This design comes from an exercise in tuning for small area, a short achievable clock period and few clock cycles per item on the open sky130 flow, not from production work. The RTL was checked by simulation tests, not by an equivalence proof against the original design.

--- flow/config.mk ---
export PLATFORM = sky130hd
export DESIGN_NAME = mon_post
export DESIGN_NICKNAME = mon_post
export VERILOG_FILES = /design/flow/design.v
export SDC_FILE = /design/flow/constraint.sdc
export NUM_CORES = 4
export LEC_CHECK = 0
export CAP_MARGIN = 20
export CORE_MARGIN = 2
export CORE_UTILIZATION = 25
export PLACE_DENSITY = 0.35
export SLEW_MARGIN = 20
--- flow/constraint.sdc ---
create_clock -name core_clock -period 24.0 [get_ports {clk}]
set_input_delay 4.8000 -clock core_clock [delete_from_list [all_inputs] [get_ports {clk}]]
set_output_delay 4.8000 -clock core_clock [all_outputs]
set_load 0.01 [all_outputs]
--- flow/design.v ---
module mon_thresh (
    input  wire [1:0]         state,
    input  wire [7:0]         cnt_above,
    input  wire [7:0]         cnt_below,
    input  wire               en,        
    input  wire               init,      
    input  wire               uns,       
    input  wire signed [31:0] eng,
    input  wire signed [31:0] level,
    input  wire [15:0]        hyst,
    input  wire [7:0]         dwell,
    input  wire               falling,
    output reg  [1:0]         nstate,
    output reg  [7:0]         nabove,
    output reg  [7:0]         nbelow,
    output wire               event_o
);
    localparam [1:0] ST_INIT = 2'd0, ST_CLEAR = 2'd1, ST_SET = 2'd2;
    wire [1:0] s0 = init ? ST_INIT : state;
    wire [7:0] a0 = init ? 8'd0 : cnt_above;
    wire [7:0] b0 = init ? 8'd0 : cnt_below;
    wire [7:0] dw = (dwell == 8'd0) ? 8'd1 : dwell;
    wire signed [33:0] e  = eng;
    wire signed [33:0] lv = level;
    wire signed [33:0] hy = {18'd0, hyst};
    wire is_above = falling ? (e <= lv) : (e >= lv);
    wire is_below = falling ? (e >= lv + hy) : (e <= lv - hy);
    wire [7:0] a_inc = (a0 == 8'hff) ? a0 : a0 + 8'd1;
    wire [7:0] b_inc = (b0 == 8'hff) ? b0 : b0 + 8'd1;
    always @* begin
        nstate = s0;
        nabove = a0;
        nbelow = b0;
        if (!en) begin
            nstate = ST_INIT;
            nabove = 8'd0;
            nbelow = 8'd0;
        end else if (!uns) begin
            if (is_above) begin
                nabove = a_inc;
                nbelow = 8'd0;
                if (s0 != ST_SET && a_inc >= dw) nstate = ST_SET;
            end else if (is_below) begin
                nabove = 8'd0;
                nbelow = b_inc;
                if (s0 != ST_CLEAR && b_inc >= dw) nstate = ST_CLEAR;
            end else begin
                nabove = 8'd0;
                nbelow = 8'd0;
            end
        end
    end
    assign event_o = en && ((nstate == ST_SET && s0 != ST_SET) ||
                            (s0 == ST_SET && nstate == ST_CLEAR));
endmodule
module mon_post (
    input  wire               clk,
    input  wire               rst,
    input  wire               in_valid,
    output wire               in_ready,
    input  wire [4:0]         in_ch,
    input  wire signed [27:0] in_x,
    input  wire               in_ovf,
    input  wire               in_clip,
    input  wire               in_settle,
    input  wire               in_sharp,
    input  wire               in_clear,
    input  wire               in_enable,
    input  wire [2:0]         cfg_sh2,
    input  wire               cfg_dcb_en,
    input  wire               cfg_dcb_freeze,
    input  wire [4:0]         cfg_dcb_k,
    input  wire signed [31:0] cfg_gain,
    input  wire signed [31:0] cfg_offset,
    input  wire               cfg_tha_en,
    input  wire               cfg_tha_dir,
    input  wire [7:0]         cfg_tha_dwell,
    input  wire [15:0]        cfg_tha_hyst,
    input  wire signed [31:0] cfg_tha_level,
    input  wire               cfg_thb_en,
    input  wire               cfg_thb_dir,
    input  wire [7:0]         cfg_thb_dwell,
    input  wire [15:0]        cfg_thb_hyst,
    input  wire signed [31:0] cfg_thb_level,
    input  wire [15:0]        therm_warn,
    input  wire [15:0]        therm_alarm,
    input  wire [15:0]        therm_shut,
    input  wire [7:0]         therm_hyst,
    input  wire [7:0]         therm_dwell,
    output reg                out_valid,
    output reg  [4:0]         out_ch,
    output reg  [31:0]        out_eng,
    output reg  [23:0]        out_y,
    output reg  [5:0]         out_flags,
    output reg                out_evt_a,
    output reg                out_evt_b,
    output reg  [1:0]         out_tha_state,
    output reg  [1:0]         out_thb_state,
    output reg  [5:0]         out_uns_left,
    output reg  [2:0]         out_therm_set,
    output reg  [1:0]         out_therm_level
);
    localparam NCH = 24;
    localparam [1:0] ST_SET = 2'd2;
    assign in_ready = 1'b1;
    reg               s1_valid;
    reg [4:0]         s1_ch;
    reg signed [27:0] s1_x;
    reg               s1_ovf, s1_clip, s1_settle, s1_sharp, s1_clear, s1_enable;
    reg [2:0]         s1_sh2;
    reg               s1_dcb_en, s1_dcb_freeze;
    reg [4:0]         s1_dcb_k;
    reg signed [31:0] s1_gain, s1_offset;
    reg               s1_tha_en, s1_tha_dir, s1_thb_en, s1_thb_dir;
    reg [7:0]         s1_tha_dwell, s1_thb_dwell;
    reg [15:0]        s1_tha_hyst, s1_thb_hyst;
    reg signed [31:0] s1_tha_level, s1_thb_level;
    reg [15:0]        s1_warn, s1_alarm, s1_shut;
    reg [7:0]         s1_thyst, s1_tdwell;
    always @(posedge clk) begin
        if (rst) begin
            s1_valid <= 1'b0;
        end else begin
            s1_valid <= in_valid;
        end
        if (in_valid) begin
            s1_ch         <= in_ch;
            s1_x          <= in_x;
            s1_ovf        <= in_ovf;
            s1_clip       <= in_clip;
            s1_settle     <= in_settle;
            s1_sharp      <= in_sharp;
            s1_clear      <= in_clear;
            s1_enable     <= in_enable;
            s1_sh2        <= cfg_sh2;
            s1_dcb_en     <= cfg_dcb_en;
            s1_dcb_freeze <= cfg_dcb_freeze;
            s1_dcb_k      <= cfg_dcb_k;
            s1_gain       <= cfg_gain;
            s1_offset     <= cfg_offset;
            s1_tha_en     <= cfg_tha_en;
            s1_tha_dir    <= cfg_tha_dir;
            s1_tha_dwell  <= cfg_tha_dwell;
            s1_tha_hyst   <= cfg_tha_hyst;
            s1_tha_level  <= cfg_tha_level;
            s1_thb_en     <= cfg_thb_en;
            s1_thb_dir    <= cfg_thb_dir;
            s1_thb_dwell  <= cfg_thb_dwell;
            s1_thb_hyst   <= cfg_thb_hyst;
            s1_thb_level  <= cfg_thb_level;
            s1_warn       <= therm_warn;
            s1_alarm      <= therm_alarm;
            s1_shut       <= therm_shut;
            s1_thyst      <= therm_hyst;
            s1_tdwell     <= therm_dwell;
        end
    end
    reg signed [23:0] dcb_m    [0:NCH-1];    
    reg [5:0]         uns_rem  [0:NCH-1];    
    reg [1:0]         tha_st   [0:NCH-1];
    reg [7:0]         tha_ab   [0:NCH-1];
    reg [7:0]         tha_bl   [0:NCH-1];
    reg [1:0]         thb_st   [0:NCH-1];
    reg [7:0]         thb_ab   [0:NCH-1];
    reg [7:0]         thb_bl   [0:NCH-1];
    reg [1:0]         tm_st    [0:23];
    reg [7:0]         tm_ab    [0:23];
    reg [7:0]         tm_bl    [0:23];
    wire is_sensor = (s1_ch < 5'd8);
    wire has_dcb   = (s1_ch >= 5'd12);
    wire [2:0] sidx = s1_ch[2:0];
    wire [4:0] tm_base = sidx * 5'd3;
    wire signed [27:0] x_sh   = s1_x >>> s1_sh2;
    wire               ovf2   = (x_sh > 28'sd8388607) || (x_sh < -28'sd8388608);
    wire signed [23:0] y      = (x_sh > 28'sd8388607)  ? 24'sh7fffff :
                                (x_sh < -28'sd8388608) ? 24'sh800000 : x_sh[23:0];
    wire               dcb_on  = has_dcb && s1_dcb_en;
    wire signed [23:0] m_cur   = (s1_clear || s1_enable || !dcb_on) ? 24'sd0 : dcb_m[s1_ch];
    wire [4:0]         dk      = (s1_dcb_k < 5'd4) ? 5'd4 : (s1_dcb_k > 5'd16) ? 5'd16 : s1_dcb_k;
    wire signed [24:0] d       = {y[23], y} - {m_cur[23], m_cur};
    wire signed [24:0] d_sh    = d >>> dk;
    wire signed [24:0] m_sum   = {m_cur[23], m_cur} + d_sh;
    wire signed [23:0] m_next  = (dcb_on && !s1_dcb_freeze) ? m_sum[23:0] : m_cur;
    wire signed [24:0] yp      = dcb_on ? d : {y[23], y};
    wire               frozen  = dcb_on && s1_dcb_freeze;
    wire signed [56:0] prod    = yp * s1_gain;
    wire signed [37:0] eng_w   = (prod >>> 20) + s1_offset;
    wire signed [31:0] eng     = (eng_w > 38'sd2147483647)  ? 32'sh7fffffff :
                                 (eng_w < -38'sd2147483648) ? 32'sh80000000 : eng_w[31:0];
    wire [5:0] rem_cur  = s1_settle ? (s1_sharp ? 6'd34 : 6'd17) : uns_rem[s1_ch];
    wire       uns      = (rem_cur != 6'd0);
    wire [5:0] rem_next = uns ? rem_cur - 6'd1 : 6'd0;
    wire feed_ch = (s1_ch == 5'd8) || (s1_ch == 5'd10);
    wire tha_en  = s1_tha_en  || feed_ch;
    wire tha_dir = s1_tha_dir || feed_ch;
    wire [1:0] tha_ns, thb_ns;
    wire [7:0] tha_na, tha_nb, thb_na, thb_nb;
    wire       evt_a, evt_b;
    mon_thresh u_tha (
        .state(tha_st[s1_ch]), .cnt_above(tha_ab[s1_ch]), .cnt_below(tha_bl[s1_ch]),
        .en(tha_en), .init(s1_enable), .uns(uns), .eng(eng),
        .level(s1_tha_level), .hyst(s1_tha_hyst), .dwell(s1_tha_dwell), .falling(tha_dir),
        .nstate(tha_ns), .nabove(tha_na), .nbelow(tha_nb), .event_o(evt_a)
    );
    mon_thresh u_thb (
        .state(thb_st[s1_ch]), .cnt_above(thb_ab[s1_ch]), .cnt_below(thb_bl[s1_ch]),
        .en(s1_thb_en), .init(s1_enable), .uns(uns), .eng(eng),
        .level(s1_thb_level), .hyst(s1_thb_hyst), .dwell(s1_thb_dwell), .falling(s1_thb_dir),
        .nstate(thb_ns), .nabove(thb_na), .nbelow(thb_nb), .event_o(evt_b)
    );
    wire [15:0] tlev [0:2];
    assign tlev[0] = s1_warn;
    assign tlev[1] = s1_alarm;
    assign tlev[2] = s1_shut;
    wire [1:0] tm_ns [0:2];
    wire [7:0] tm_na [0:2];
    wire [7:0] tm_nb [0:2];
    genvar k;
    generate
        for (k = 0; k < 3; k = k + 1) begin : g_therm
            wire unused_evt;
            mon_thresh u_tm (
                .state(tm_st[tm_base + k]), .cnt_above(tm_ab[tm_base + k]), .cnt_below(tm_bl[tm_base + k]),
                .en(1'b1), .init(s1_enable), .uns(uns), .eng(eng),
                .level({{16{tlev[k][15]}}, tlev[k]}), .hyst({8'd0, s1_thyst}),
                .dwell(s1_tdwell), .falling(1'b0),
                .nstate(tm_ns[k]), .nabove(tm_na[k]), .nbelow(tm_nb[k]), .event_o(unused_evt)
            );
        end
    endgenerate
    reg [2:0] lvl_any;
    integer s, j;
    always @* begin
        for (j = 0; j < 3; j = j + 1) begin
            lvl_any[j] = 1'b0;
            for (s = 0; s < 8; s = s + 1) begin
                if (is_sensor && sidx == s[2:0])
                    lvl_any[j] = lvl_any[j] | (tm_ns[j] == ST_SET);
                else
                    lvl_any[j] = lvl_any[j] | (tm_st[3 * s + j] == ST_SET);
            end
        end
    end
    wire [1:0] level_now = lvl_any[2] ? 2'd3 : lvl_any[1] ? 2'd2 : lvl_any[0] ? 2'd1 : 2'd0;
    integer c, t;
    always @(posedge clk) begin
        if (rst) begin
            for (c = 0; c < NCH; c = c + 1) begin
                dcb_m[c]   <= 24'sd0;
                uns_rem[c] <= 6'd0;
                tha_st[c]  <= 2'd0;
                tha_ab[c]  <= 8'd0;
                tha_bl[c]  <= 8'd0;
                thb_st[c]  <= 2'd0;
                thb_ab[c]  <= 8'd0;
                thb_bl[c]  <= 8'd0;
            end
            for (c = 0; c < 24; c = c + 1) begin
                tm_st[c] <= 2'd0;
                tm_ab[c] <= 8'd0;
                tm_bl[c] <= 8'd0;
            end
        end else if (s1_valid) begin
            dcb_m[s1_ch]   <= m_next;
            uns_rem[s1_ch] <= rem_next;
            tha_st[s1_ch]  <= tha_ns;
            tha_ab[s1_ch]  <= tha_na;
            tha_bl[s1_ch]  <= tha_nb;
            thb_st[s1_ch]  <= thb_ns;
            thb_ab[s1_ch]  <= thb_na;
            thb_bl[s1_ch]  <= thb_nb;
            if (is_sensor) begin
                for (t = 0; t < 3; t = t + 1) begin
                    tm_st[tm_base + t] <= tm_ns[t];
                    tm_ab[tm_base + t] <= tm_na[t];
                    tm_bl[tm_base + t] <= tm_nb[t];
                end
            end
        end
    end
    always @(posedge clk) begin
        if (rst) begin
            out_valid <= 1'b0;
        end else begin
            out_valid <= s1_valid;
        end
        if (s1_valid) begin
            out_ch          <= s1_ch;
            out_eng         <= eng;
            out_y           <= yp[23:0];
            out_flags       <= {thb_ns == ST_SET, tha_ns == ST_SET, frozen, s1_clip,
                                s1_ovf | ovf2, uns};
            out_evt_a       <= evt_a;
            out_evt_b       <= evt_b;
            out_tha_state   <= tha_ns;
            out_thb_state   <= thb_ns;
            out_uns_left    <= rem_next;
            out_therm_set   <= is_sensor ? {tm_ns[2] == ST_SET, tm_ns[1] == ST_SET,
                                            tm_ns[0] == ST_SET} : 3'd0;
            out_therm_level <= level_now;
        end
    end
endmodule
--- flow/run.sh ---
#!/bin/bash
# synth_recipe.tcl (not shown) runs the flow's synth.tcl, then flattens the netlist and writes it again
# the make line also repeats each setting of config.mk as NAME=value (left out here)
make -C /OpenROAD-flow-scripts/flow DESIGN_CONFIG=/design/flow/config.mk WORK_HOME=/design/flow/orfs CLKGATE_MAP_FILE= SYNTH_SCRIPT=/design/flow/synth_recipe.tcl finish
==> results.txt <==
The flow ran to the end and the layout has no timing, DRC or antenna violations. The pre-antenna-repair detailed-routing pass consisted of 7 iterations. The tools report the count of standard-cell rows as 324. Leading cell type in the layout, fill and taps excluded: sky130_fd_sc_hd__edfxtp_1. The startpoint-to-endpoint class of the critical path is reg2reg. Count of buffering cells on the critical path with inverters included: 12. Based on the critical path, the design can be clocked at up to 44.2 MHz.

After detailed placement, the design holds a cell count of 26500. The routed layout has 140000 vias. Number of synthesized register bits: 3072. Setup violations remaining at the end of the flow were counted as 0. The post-detailed-placement cell area was 215000 sq um. For the cell count after synthesis, the log shows 16000. In the synthesized netlist the dominant register cell turns out to be sky130_fd_sc_hd__edfxtp_1.

The number of hold-repair buffers added at the cts stage came out at 0. The final number of hold-violating endpoints is 0. The logs give 103 for the largest net degree at the start of global routing and 14600 for the number of design-rule violations left by the first detailed-router iteration. The category of cells accounting for the largest share of critical-path delay is compound AO/OA/AOI/OAI gates.

Relative to the synthesized area, the layout overhead comes to 16.9%. The horizontal extent of the die works out to 887 microns. The tools report the setup skew after layout as 117 ps. Setup repair after global routing left no endpoint under its margin.

The max-slew violation count was 0; the aggregate global-route resource usage was 22.6%. The layout cell share with drive strength beyond 1 is 16.3%, and the worst max-slew margin expressed relative to the limit is 9.01%. The run gives 25.1% as the initial standard-cell utilization of the core.

The worst slack at placement is 650 ps. Proportion of synthesized flip-flops having asynchronous set or reset: 0%. The standard cell with the maximum stage delay on the critical path was sky130_fd_sc_hd__dfxtp_4.

Clock tree synthesis selected as its root buffer the cell sky130_fd_sc_hd__clkbuf_16. In this run, synthesis inferred 3065 flip-flops with an integrated enable.

Yosys printed 2 warnings. Counting along the longest clock path gives a buffer depth of 4. The overflow left after global routing was 0; the clock transition time at the flip-flop clock pins of the worst setup and hold paths was 60 ps.

The count of clock tree sinks was 3072; the post-synthesis average cell area was 12.2 sq um. Total of fill cells in the finished design: 79200. The floorplan step defined a die boundary enclosing 786000 sq um. The count of buffers from port buffering is 380, and the post-route worst setup slack is 1350 ps.

TritonCTS built the clock tree. After detailed routing, the average wire length per cell comes to 33.5 microns. The count of pins on the block boundary is 382. Dominant cell type by count on the critical path: sky130_fd_sc_hd__buf_4. The count of nets left with antenna violations once routing finished came out at 0.

After routing the design area is 228000 sq um. After the flow finishes, the layout carries non-filler instances totaling 27200. The clock insertion delay at the later pin of the skew report was 1090 ps; the number of buffers inserted during clock tree synthesis was 387. Sequential area share after synthesis: 47.3%. The setup TNS is 0 ps. The final-stage net count is 18500, and the fraction of the core area covered by cells at the end of the flow is 29.3%.

The run gives 103 as the count of different cell masters after synthesis. Along the worst path, the maximum fanout reaches 23. On the worst path, the slowest cell contributes a delay of 680 ps. CTS built an H-tree with a depth of 5. The tools report the kind of end point of the critical path as a flip-flop.

Total of max-cap violations: 0. Counting I/O delays and the setup requirement, the final critical path takes 22650 ps. Leaving out fill and tap cells, the most frequent cells in the layout are 3065 x sky130_fd_sc_hd__edfxtp_1, 1943 x sky130_fd_sc_hd__nor2_1, 1360 x sky130_fd_sc_hd__nand2_1.

The routed design has 913 mm of wire. The path type of the worst min-delay path was reg2reg. The transition time at the pin with the least slew margin is 1360 ps. The first global-routing pass estimated 1240 mm of wire. The tools report the critical path required time as 24720 ps. For the via count of the first global-routing pass, the log shows 142000. The placer congestion estimate is 0.922, and the final cycle utilization of the critical path is 94.4%. The placed wire-length estimate was 620 mm; the per-cell via count in the routed design was 5.16. The worst hold path begins at s1_clip$_DFFE_PP_. After synthesis the cells add up to 195000 sq um. The initial antenna violation count is 86.

In the routed design, unresolved DRC markers number 0. For the final hold slack, the log shows 419 ps.

The tools report the category of the worst setup path launch point as a flip-flop. In this run the standard cell core region covers 778000 sq um. The die is 887 microns tall. STA puts the critical path data arrival time at 23370 ps.
[flip-flops by register name (all words and copies together) (netlist names), 64 cells and up, named ones only]
register and count:
dcb_m 768, tha_ab 256, tha_bl 256, tha_st 64, thb_ab 256, thb_bl 256
thb_st 64, tm_ab 256, tm_bl 256, tm_st 64, uns_rem 192
[cell type report]
class / count / area [sq um] / area share (%)
multi-input cells: 10900 / 96500 / 42.4
flip-flops and latches: 3072 / 92200 / 40.5
well taps: 10300 / 12800 / 5.64
clock buffers: 461 / 10000 / 4.40
repair buffers: 1068 / 9400 / 4.12
inverters: 1167 / 4390 / 1.93
clock inverters: 247 / 2320 / 1.02
diodes: 51 / 128 / 0.0560
[final timing paths]
check	endpoint	cells past startpoint	slack (ps)
setup / recovery	tm_bl[13][3]$_DFFE_PP_	74	1350
setup reg to reg	tm_bl[13][3]$_DFFE_PP_	74	1350
hold reg to reg	out_flags[2]$_DFFE_PP_	0	420
hold / removal	out_flags[2]$_DFFE_PP_	0	420
[timing repair]
item	in CTS	in global routing
setup buffers	0	17
endpoints found under the setup margin	0	982
resized for setup	0	10
[kinds of logic after synthesis]
group	Yosys count	synth area share [%]
compound gates	2532	8.03
xor+xnor	342	1.54
fa+ha+maj	1630	13.7
buf+inv	2322	4.65
flops	3072	47.3
mux	1420	14.2
other cells	2	0.00385
simple gates	4700	10.6
[worst register-to-register path, delay by kind of cell (launching register included)]
| kind | cells | cell delay, ps |
|---|---|---|
| compound gates | 26 | 7190 |
| xor+xnor | 1 | 520 |
| fa+ha+maj | 11 | 4650 |
| buf+inv | 12 | 2490 |
| flops | 1 | 680 |
| mux | 3 | 1580 |
| simple gates | 21 | 5220 |
[synthesized netlist by cell type, types with 29 or more instances]
master                     count  area [sq um]
sky130_fd_sc_hd__a211oi_1    129           968
sky130_fd_sc_hd__a21o_1      172          1290
sky130_fd_sc_hd__a21oi_1     786          3930
sky130_fd_sc_hd__a221oi_1     71           622
sky130_fd_sc_hd__a31oi_1      83           519
sky130_fd_sc_hd__and2_1      313          1960
sky130_fd_sc_hd__and3_1       57           357
sky130_fd_sc_hd__buf_1       105           394
sky130_fd_sc_hd__buf_2       168           841
sky130_fd_sc_hd__clkbuf_1    853          3200
sky130_fd_sc_hd__edfxtp_1   3065         92000
sky130_fd_sc_hd__fa_1        829         16600
sky130_fd_sc_hd__ha_1        801         10000
sky130_fd_sc_hd__inv_1      1154          4330
sky130_fd_sc_hd__mux2_2       61           687
sky130_fd_sc_hd__mux2i_1     289          2890
sky130_fd_sc_hd__mux4_2     1069         24100
sky130_fd_sc_hd__nand2_1    1400          5260
sky130_fd_sc_hd__nand2b_1    139           870
sky130_fd_sc_hd__nand3_1     205          1030
sky130_fd_sc_hd__nand3b_1     33           248
sky130_fd_sc_hd__nand4_1     117           732
sky130_fd_sc_hd__nor2_1     1989          7470
sky130_fd_sc_hd__nor2b_1     121           757
sky130_fd_sc_hd__nor3_1      145           726
sky130_fd_sc_hd__nor4_1       38           238
sky130_fd_sc_hd__o211ai_1     93           698
sky130_fd_sc_hd__o21a_1       70           526
sky130_fd_sc_hd__o21ai_0     599          3000
sky130_fd_sc_hd__o21bai_1     29           218
sky130_fd_sc_hd__o221ai_1     34           298
sky130_fd_sc_hd__o22ai_1     204          1280
sky130_fd_sc_hd__or2_2        32           200
sky130_fd_sc_hd__or3_1        30           188
sky130_fd_sc_hd__xnor2_1     288          2520
sky130_fd_sc_hd__xor2_1       54           473
[layer usage]
layer / track usage, % / routed length, microns / part of all wire, % / vias to the layer above
met1: 30.9 / 396000 / 43 / 74300
li1: - / - / - / 59300
met5: 0 / 58 / 0.0064 / -
met3: 3.47 / 57000 / 6.2 / 1297
met2: 36.5 / 422000 / 46 / 5573
met4: 7.86 / 38100 / 4.2 / 8
Testbench counts, summed over its fixed seeds: cycles 32,016, items 32,000.

==> afterwards: timing with drivers on the ports <==
Ports are ideal in the flow. The routed layout listed here was re-timed in OpenROAD. Step 1 sets driving cells, clkbuf_16 on the clock port and buf_2 on the other inputs (assumed; they add their load-dependent delay and slew). Step 2 also shifts input and output timing later by t, the mid clock arrival at the registers, as if the neighbouring blocks saw the same clock. a / b / c = no drivers / after step 1 / after step 2; a / b = the first two.
shift t [ns]: 1.173
setup WS [ns]: 1.354 / 1.354 / 1.354
worst slew at a driven data input, ns: 0.19
cell pins on the clock port's net: 1
After both steps this run still meets setup and hold. For this run, drivers alone change the setup slack by 0.000 ns; drivers and shift together by 0.000 ns.
